From an optimization exercise on the open Yosys and OpenROAD flow, aimed at small area, a short achievable clock period and few clock cycles; shortcuts taken in it are not production practice.
The RTL was checked by simulation tests, not by an equivalence proof against the original design.
Power and IR drop assume default switching activity.

## polder_lanes
module polder_lanes (
    input  wire         clk,
    input  wire         rst,           
    input  wire         in_valid,
    output wire         in_ready,
    input  wire         in_mode,       
    input  wire         in_last,       
    input  wire [31:0]  in_row,        
    input  wire [63:0]  in_col,        
    input  wire [1:0]   in_row_pres,
    input  wire [3:0]   in_col_pres,
    output wire         sh_valid,
    input  wire         sh_release,
    input  wire [2:0]   rd_lane,       
    output wire [33:0]  rd_re,
    output wire [33:0]  rd_im
);
==> module polder_lanes, before the edit <==
module polder_lanes (
    input  wire         clk,
    input  wire         rst,           
    input  wire         in_valid,
    output wire         in_ready,
    input  wire         in_mode,       
    input  wire         in_last,       
    input  wire [31:0]  in_row,        
    input  wire [63:0]  in_col,        
    input  wire [1:0]   in_row_pres,
    input  wire [3:0]   in_col_pres,
    output wire         sh_valid,
    input  wire         sh_release,
    input  wire [2:0]   rd_lane,       
    output wire [33:0]  rd_re,
    output wire [33:0]  rd_im
);
    localparam ROWS = 2;
    localparam COLS = 4;
    localparam LANES = ROWS * COLS;
    function [15:0] unpack;   
        input [15:0] s;
        input        mode;
        begin
            if (mode)
                unpack = s;
            else
                unpack = {{4{s[3]}}, s[3:0], {4{s[7]}}, s[7:4]};
        end
    endfunction
    reg sh_full;    
    reg q_last;     
    reg clr;        
    reg ld;         
    wire busy = sh_full | q_last | ld;
    assign in_ready = ~(in_last & busy);
    assign sh_valid = sh_full;
    wire fire = in_valid & in_ready & ~rst;
    reg [15:0] q_row [0:ROWS-1];
    reg [15:0] q_col [0:COLS-1];
    genvar r, c;
    generate
        for (r = 0; r < ROWS; r = r + 1) begin : g_in_row
            always @(posedge clk)
                q_row[r] <= (fire & in_row_pres[r]) ? unpack(in_row[16*r +: 16], in_mode) : 16'd0;
        end
        for (c = 0; c < COLS; c = c + 1) begin : g_in_col
            always @(posedge clk)
                q_col[c] <= in_col_pres[c] ? unpack(in_col[16*c +: 16], in_mode) : 16'd0;
        end
    endgenerate
    always @(posedge clk) begin
        if (rst) begin
            q_last  <= 1'b0;
            clr     <= 1'b1;
            ld      <= 1'b0;
            sh_full <= 1'b0;
        end else begin
            q_last <= fire & in_last;
            clr    <= q_last;
            ld     <= q_last;
            if (ld)
                sh_full <= 1'b1;
            else if (sh_release)
                sh_full <= 1'b0;
        end
    end
    reg [16:0] nlo_re [0:LANES-1];    
    reg [16:0] nlo_im [0:LANES-1];
    reg [16:0] hi_re [0:LANES-1];
    reg [16:0] hi_im [0:LANES-1];
    reg        up_re [0:LANES-1];
    reg        dn_re [0:LANES-1];
    reg        up_im [0:LANES-1];
    reg        dn_im [0:LANES-1];
    reg [16:0] sh_nlo_re [0:LANES-1];  
    reg [16:0] sh_nlo_im [0:LANES-1];
    reg [16:0] sh_hi_re  [0:LANES-1];
    reg [16:0] sh_hi_im  [0:LANES-1];
    generate
        for (r = 0; r < ROWS; r = r + 1) begin : g_row
            for (c = 0; c < COLS; c = c + 1) begin : g_col
                localparam L = r * COLS + c;
                wire [7:0] xr = q_row[r][7:0];
                wire [7:0] xi = q_row[r][15:8];
                wire [7:0] yr = q_col[c][7:0];
                wire [7:0] yi = q_col[c][15:8];
                wire [16:0] ns_re, ns_im;
                wire inc_re, dec_re, inc_im, dec_im;
                pl_mac_re u_re (.xr(xr), .xi(xi), .yr(yr), .yi(yi),
                                .nxr(~xr), .nxi(~xi), .nyr(~yr), .nyi(~yi),
                                .na(nlo_re[L] | {17{clr}}),
                                .ns(ns_re), .inc(inc_re), .dec(dec_re));
                pl_mac_im u_im (.xr(xr), .xi(xi), .yr(yr), .yi(yi),
                                .nxr(~xr), .nxi(~xi), .nyr(~yr), .nyi(~yi),
                                .na(nlo_im[L] | {17{clr}}),
                                .ns(ns_im), .inc(inc_im), .dec(dec_im));
                wire [16:0] hn_re = updown(hi_re[L], up_re[L], dn_re[L]);
                wire [16:0] hn_im = updown(hi_im[L], up_im[L], dn_im[L]);
                always @(posedge clk) begin
                    nlo_re[L] <= ns_re;
                    nlo_im[L] <= ns_im;
                    up_re[L] <= inc_re;
                    dn_re[L] <= dec_re;
                    up_im[L] <= inc_im;
                    dn_im[L] <= dec_im;
                    hi_re[L] <= clr ? 17'd0 : hn_re;
                    hi_im[L] <= clr ? 17'd0 : hn_im;
                    if (ld) begin
                        sh_nlo_re[L] <= nlo_re[L];
                        sh_nlo_im[L] <= nlo_im[L];
                        sh_hi_re[L]  <= hn_re;
                        sh_hi_im[L]  <= hn_im;
                    end
                end
            end
        end
    endgenerate
    function [16:0] updown;
        input [16:0] h;
        input        up;
        input        down;
        integer i;
        reg ones, zeros;
        begin
            ones = 1'b1;
            zeros = 1'b1;
            for (i = 0; i < 17; i = i + 1) begin
                updown[i] = h[i] ^ ((up & ones) | (down & zeros));
                ones = ones & h[i];
                zeros = zeros & ~h[i];
            end
        end
    endfunction
    genvar k;
    generate
        for (k = 0; k < 17; k = k + 1) begin : g_rd
            wire re_l0, re_l1, im_l0, im_l1, re_h0, re_h1, im_h0, im_h1;
            pl_mux4 u_re_l0 (.d({sh_nlo_re[3][k], sh_nlo_re[2][k], sh_nlo_re[1][k], sh_nlo_re[0][k]}), .s(rd_lane[1:0]), .y(re_l0));
            pl_mux4 u_re_l1 (.d({sh_nlo_re[7][k], sh_nlo_re[6][k], sh_nlo_re[5][k], sh_nlo_re[4][k]}), .s(rd_lane[1:0]), .y(re_l1));
            pl_mux2i u_re_l (.a(re_l0), .b(re_l1), .s(rd_lane[2]), .y(rd_re[k]));
            pl_mux4 u_im_l0 (.d({sh_nlo_im[3][k], sh_nlo_im[2][k], sh_nlo_im[1][k], sh_nlo_im[0][k]}), .s(rd_lane[1:0]), .y(im_l0));
            pl_mux4 u_im_l1 (.d({sh_nlo_im[7][k], sh_nlo_im[6][k], sh_nlo_im[5][k], sh_nlo_im[4][k]}), .s(rd_lane[1:0]), .y(im_l1));
            pl_mux2i u_im_l (.a(im_l0), .b(im_l1), .s(rd_lane[2]), .y(rd_im[k]));
            pl_mux4 u_re_h0 (.d({sh_hi_re[3][k], sh_hi_re[2][k], sh_hi_re[1][k], sh_hi_re[0][k]}), .s(rd_lane[1:0]), .y(re_h0));
            pl_mux4 u_re_h1 (.d({sh_hi_re[7][k], sh_hi_re[6][k], sh_hi_re[5][k], sh_hi_re[4][k]}), .s(rd_lane[1:0]), .y(re_h1));
            pl_mux2 u_re_h (.a(re_h0), .b(re_h1), .s(rd_lane[2]), .y(rd_re[17 + k]));
            pl_mux4 u_im_h0 (.d({sh_hi_im[3][k], sh_hi_im[2][k], sh_hi_im[1][k], sh_hi_im[0][k]}), .s(rd_lane[1:0]), .y(im_h0));
            pl_mux4 u_im_h1 (.d({sh_hi_im[7][k], sh_hi_im[6][k], sh_hi_im[5][k], sh_hi_im[4][k]}), .s(rd_lane[1:0]), .y(im_h1));
            pl_mux2 u_im_h (.a(im_h0), .b(im_h1), .s(rd_lane[2]), .y(rd_im[17 + k]));
        end
    endgenerate
endmodule
==> module pl_mux4, before the edit <==
module pl_mux4 (input wire [3:0] d, input wire [1:0] s, output wire y);
    assign y = d[s];
endmodule
==> module pl_mux2, before the edit <==
module pl_mux2 (input wire a, input wire b, input wire s, output wire y);
    assign y = s ? b : a;
endmodule
==> module pl_mux2i, before the edit <==
module pl_mux2i (input wire a, input wire b, input wire s, output wire y);
    assign y = ~(s ? b : a);
endmodule
export LEC_CHECK = 0
export CAP_MARGIN = 20
export CORE_MARGIN = 2
export CORE_UTILIZATION = 40
export CTS_BUF_LIST = sky130_fd_sc_hd__clkbuf_8
export PLACE_DENSITY = 0.45
export SLEW_MARGIN = 20
export SYNTH_HIERARCHICAL = 1
create_clock -name core_clock -period 12.5 [get_ports {clk}]
standard.sh (not shown) runs the stock make flow with config.mk's settings and CLKGATE_MAP_FILE= SYNTH_SCRIPT=/design/flow/synth_recipe.tcl, a recipe that flattens the netlist after the stock synthesis.
==> flow/flow/run.sh <==
#!/bin/bash
set -e
export SETUP_SLACK_MARGIN=6.2
bash standard.sh MATCH_CELL_FOOTPRINT=0 "BUFFER_PORTS_ARGS=-buffer_cell sky130_fd_sc_hd__buf_2" finish > standard.log 2>&1
Testbench counts at the start, summed over its fixed seeds: cycles 9,410.
Edit:
--- a/flow/design.v
+++ b/flow/design.v
@@ -129,30 +129,14 @@
                 updown[i] = h[i] ^ ((up & ones) | (down & zeros));
                 ones = ones & h[i];
                 zeros = zeros & ~h[i];
             end
         end
     endfunction
-    genvar k;
-    generate
-        for (k = 0; k < 17; k = k + 1) begin : g_rd
-            wire re_l0, re_l1, im_l0, im_l1, re_h0, re_h1, im_h0, im_h1;
-            pl_mux4 u_re_l0 (.d({sh_nlo_re[3][k], sh_nlo_re[2][k], sh_nlo_re[1][k], sh_nlo_re[0][k]}), .s(rd_lane[1:0]), .y(re_l0));
-            pl_mux4 u_re_l1 (.d({sh_nlo_re[7][k], sh_nlo_re[6][k], sh_nlo_re[5][k], sh_nlo_re[4][k]}), .s(rd_lane[1:0]), .y(re_l1));
-            pl_mux2i u_re_l (.a(re_l0), .b(re_l1), .s(rd_lane[2]), .y(rd_re[k]));
-            pl_mux4 u_im_l0 (.d({sh_nlo_im[3][k], sh_nlo_im[2][k], sh_nlo_im[1][k], sh_nlo_im[0][k]}), .s(rd_lane[1:0]), .y(im_l0));
-            pl_mux4 u_im_l1 (.d({sh_nlo_im[7][k], sh_nlo_im[6][k], sh_nlo_im[5][k], sh_nlo_im[4][k]}), .s(rd_lane[1:0]), .y(im_l1));
-            pl_mux2i u_im_l (.a(im_l0), .b(im_l1), .s(rd_lane[2]), .y(rd_im[k]));
-            pl_mux4 u_re_h0 (.d({sh_hi_re[3][k], sh_hi_re[2][k], sh_hi_re[1][k], sh_hi_re[0][k]}), .s(rd_lane[1:0]), .y(re_h0));
-            pl_mux4 u_re_h1 (.d({sh_hi_re[7][k], sh_hi_re[6][k], sh_hi_re[5][k], sh_hi_re[4][k]}), .s(rd_lane[1:0]), .y(re_h1));
-            pl_mux2 u_re_h (.a(re_h0), .b(re_h1), .s(rd_lane[2]), .y(rd_re[17 + k]));
-            pl_mux4 u_im_h0 (.d({sh_hi_im[3][k], sh_hi_im[2][k], sh_hi_im[1][k], sh_hi_im[0][k]}), .s(rd_lane[1:0]), .y(im_h0));
-            pl_mux4 u_im_h1 (.d({sh_hi_im[7][k], sh_hi_im[6][k], sh_hi_im[5][k], sh_hi_im[4][k]}), .s(rd_lane[1:0]), .y(im_h1));
-            pl_mux2 u_im_h (.a(im_h0), .b(im_h1), .s(rd_lane[2]), .y(rd_im[17 + k]));
-        end
-    endgenerate
+    assign rd_re = {sh_hi_re[rd_lane], ~sh_nlo_re[rd_lane]};
+    assign rd_im = {sh_hi_im[rd_lane], ~sh_nlo_im[rd_lane]};
 endmodule
 module pl_mac_re (
     input  wire [7:0] xr, xi, yr, yi,
     input  wire [7:0] nxr, nxi, nyr, nyi,   
     input  wire [16:0] na,                   
     output wire [16:0] ns,
@@ -702,15 +686,6 @@
     assign co = (a & b) | (a & c) | (b & c);
 endmodule
 module pl_ha (input wire a, input wire b, output wire s, output wire co);
     assign s = a ^ b;
     assign co = a & b;
 endmodule
-module pl_mux4 (input wire [3:0] d, input wire [1:0] s, output wire y);
-    assign y = d[s];
-endmodule
-module pl_mux2 (input wire a, input wire b, input wire s, output wire y);
-    assign y = s ? b : a;
-endmodule
-module pl_mux2i (input wire a, input wire b, input wire s, output wire y);
-    assign y = ~(s ? b : a);
-endmodule
Outcome: The changed run finished clean. Maximum frequency goes down slightly. Via count came out higher by a few percent. Register-to-register slack improves by 0.04 ns. Power decreases slightly. Final area grows slightly. Wire length grows by a few percent. Count of clock-buffer cells in the layout fell by 8. Critical path depth rose by 5.
Testbench counts after the change, summed over its fixed seeds: cycles 9,410.

* * *

Another version of the RTL of polder_lanes (not shown whole).
For scale: roughly 8200 cells after synthesis, ~1300 flip-flops, roughly 180 I/O pins.
export LEC_CHECK = 0
export CAP_MARGIN = 20
export CORE_MARGIN = 2
export CORE_UTILIZATION = 55
export CTS_BUF_LIST = sky130_fd_sc_hd__clkbuf_8 sky130_fd_sc_hd__clkbuf_16
export CTS_CLUSTER_DIAMETER = 80
export CTS_CLUSTER_SIZE = 20
export PLACE_DENSITY = 0.58
export SLEW_MARGIN = 20
export SYNTH_HIERARCHICAL = 1
create_clock -name core_clock -period 12.5 [get_ports {clk}]
==> flow/flow/run.sh <==
#!/bin/bash
set -e
export SETUP_SLACK_MARGIN=6.3
bash standard.sh MATCH_CELL_FOOTPRINT=0 "BUFFER_PORTS_ARGS=-buffer_cell sky130_fd_sc_hd__buf_2" finish > standard.log 2>&1
Testbench counts at the start, summed over its fixed seeds: cycles 9,418.
==> next run, changes <==
--- a/flow/design.v
+++ b/flow/design.v
@@ -136,36 +136,36 @@
                         sh_hi_im[L][8:0]  <= mn_im;
                     end
                     if (ld2) begin
                         sh_hi_re[L][16:9] <= tn_re;
                         sh_hi_im[L][16:9] <= tn_im;
                     end
                 end
             end
         end
     endgenerate
+    wire [7:0] rsel = 8'd1 << rd_lane;
     genvar k;
     generate
         for (k = 0; k < 17; k = k + 1) begin : g_rd
-            wire re_l0, re_l1, im_l0, im_l1, re_h0, re_h1, im_h0, im_h1;
-            pl_mux4 u_re_l0 (.d({sh_nlo_re[3][k], sh_nlo_re[2][k], sh_nlo_re[1][k], sh_nlo_re[0][k]}), .s(rd_lane[1:0]), .y(re_l0));
-            pl_mux4 u_re_l1 (.d({sh_nlo_re[7][k], sh_nlo_re[6][k], sh_nlo_re[5][k], sh_nlo_re[4][k]}), .s(rd_lane[1:0]), .y(re_l1));
-            pl_mux2i u_re_l (.a(re_l0), .b(re_l1), .s(rd_lane[2]), .y(rd_re[k]));
-            pl_mux4 u_im_l0 (.d({sh_nlo_im[3][k], sh_nlo_im[2][k], sh_nlo_im[1][k], sh_nlo_im[0][k]}), .s(rd_lane[1:0]), .y(im_l0));
-            pl_mux4 u_im_l1 (.d({sh_nlo_im[7][k], sh_nlo_im[6][k], sh_nlo_im[5][k], sh_nlo_im[4][k]}), .s(rd_lane[1:0]), .y(im_l1));
-            pl_mux2i u_im_l (.a(im_l0), .b(im_l1), .s(rd_lane[2]), .y(rd_im[k]));
-            pl_mux4 u_re_h0 (.d({sh_hi_re[3][k], sh_hi_re[2][k], sh_hi_re[1][k], sh_hi_re[0][k]}), .s(rd_lane[1:0]), .y(re_h0));
-            pl_mux4 u_re_h1 (.d({sh_hi_re[7][k], sh_hi_re[6][k], sh_hi_re[5][k], sh_hi_re[4][k]}), .s(rd_lane[1:0]), .y(re_h1));
-            pl_mux2 u_re_h (.a(re_h0), .b(re_h1), .s(rd_lane[2]), .y(rd_re[17 + k]));
-            pl_mux4 u_im_h0 (.d({sh_hi_im[3][k], sh_hi_im[2][k], sh_hi_im[1][k], sh_hi_im[0][k]}), .s(rd_lane[1:0]), .y(im_h0));
-            pl_mux4 u_im_h1 (.d({sh_hi_im[7][k], sh_hi_im[6][k], sh_hi_im[5][k], sh_hi_im[4][k]}), .s(rd_lane[1:0]), .y(im_h1));
-            pl_mux2 u_im_h (.a(im_h0), .b(im_h1), .s(rd_lane[2]), .y(rd_im[17 + k]));
+            pl_sel8n u_re_l (.d({sh_nlo_re[7][k], sh_nlo_re[6][k], sh_nlo_re[5][k], sh_nlo_re[4][k],
+                                 sh_nlo_re[3][k], sh_nlo_re[2][k], sh_nlo_re[1][k], sh_nlo_re[0][k]}),
+                             .s(rsel), .y(rd_re[k]));
+            pl_sel8n u_im_l (.d({sh_nlo_im[7][k], sh_nlo_im[6][k], sh_nlo_im[5][k], sh_nlo_im[4][k],
+                                 sh_nlo_im[3][k], sh_nlo_im[2][k], sh_nlo_im[1][k], sh_nlo_im[0][k]}),
+                             .s(rsel), .y(rd_im[k]));
+            pl_sel8 u_re_h (.d({sh_hi_re[7][k], sh_hi_re[6][k], sh_hi_re[5][k], sh_hi_re[4][k],
+                                sh_hi_re[3][k], sh_hi_re[2][k], sh_hi_re[1][k], sh_hi_re[0][k]}),
+                            .s(rsel), .y(rd_re[17 + k]));
+            pl_sel8 u_im_h (.d({sh_hi_im[7][k], sh_hi_im[6][k], sh_hi_im[5][k], sh_hi_im[4][k],
+                                sh_hi_im[3][k], sh_hi_im[2][k], sh_hi_im[1][k], sh_hi_im[0][k]}),
+                            .s(rsel), .y(rd_im[17 + k]));
         end
     endgenerate
 endmodule
 module pl_mac_re (
     input  wire [7:0] xr, xi, yr, yi,
     input  wire [7:0] nxr, nxi, nyr, nyi,   
     input  wire [16:0] na,                   
     output wire [16:0] ns,
     output wire inc,
     output wire dec
@@ -746,19 +746,16 @@
 module pl_top (input wire [7:0] h, input wire ci, input wire dn, output wire [7:0] s);
     wire [8:0] k;
     assign k[0] = ci;
     genvar i;
     generate
         for (i = 0; i < 8; i = i + 1) begin : g
             pl_fa u (.a(h[i]), .b(dn), .c(k[i]), .s(s[i]), .co(k[i + 1]));
         end
     endgenerate
 endmodule
-module pl_mux4 (input wire [3:0] d, input wire [1:0] s, output wire y);
-    assign y = d[s];
+module pl_sel8 (input wire [7:0] d, input wire [7:0] s, output wire y);
+    assign y = |(d & s);
 endmodule
-module pl_mux2 (input wire a, input wire b, input wire s, output wire y);
-    assign y = s ? b : a;
-endmodule
-module pl_mux2i (input wire a, input wire b, input wire s, output wire y);
-    assign y = ~(s ? b : a);
+module pl_sel8n (input wire [7:0] d, input wire [7:0] s, output wire y);
+    assign y = ~|(d & s);
 endmodule
After rerunning:
- The changed run finished with timing, DRC and antenna clean
- die area shrinks by 1.2%
- worst hold slack gets worse by 0.0051 ns
- synthesized cell count increases by 1.3%
- power went down by 0.33%
- core utilization rises by 0.78 points
- global-route usage rises by 1.2 points
- flip-flop and latch count is unchanged
- register-to-register slack improves by 0.03 ns
- worst setup slack degrades by 0.072 ns
- cell area stays flat
- count of clock-buffer cells in the layout goes up by 1
Testbench counts after the change, summed over its fixed seeds: cycles 9,418.

-- afterwards: timing with drivers on the ports --
The results above use ideal ports. As a check the final layouts listed here were re-extracted and re-timed, cells and wires unchanged.
Step 1 (the two cells are an assumption about what drives the block):
set clk [get_ports {clk}]
set_driving_cell -lib_cell sky130_fd_sc_hd__clkbuf_16 $clk
set_driving_cell -lib_cell sky130_fd_sc_hd__buf_2 [delete_from_list [all_inputs] $clk]
Step 2 adds t to the input delays and takes it off the output delays; t is the mean of the earliest and latest rising clock arrival at the registers after step 1. Input paths then give back, and output paths get back, about the clock's delay inside the block.
Slacks: no drivers / after step 1 / after step 2; pairs: no drivers / after step 1.
run | shift t [ns] | setup WS [ns] | worst hold slack (ns)
the first run of note 1 | 1.094 | 5.967 / 5.436 / 5.436 | 0.381 / 0.381 / 0.381
the second run of note 1 | 1.143 | 5.923 / 5.494 / 5.494 | 0.395 / 0.395 / 0.395
the first run of note 2 | 0.881 | 6.089 / 5.418 / 5.418 | 0.416 / 0.416 / 0.416
the second run of note 2 | 0.865 | 6.018 / 5.905 / 5.905 | 0.411 / 0.411 / 0.411
After both steps setup and hold are still met in every run listed. The setup slack of the first run of note 2, which loses most, moves by -0.671 ns with the drivers and by -0.671 ns with both steps.
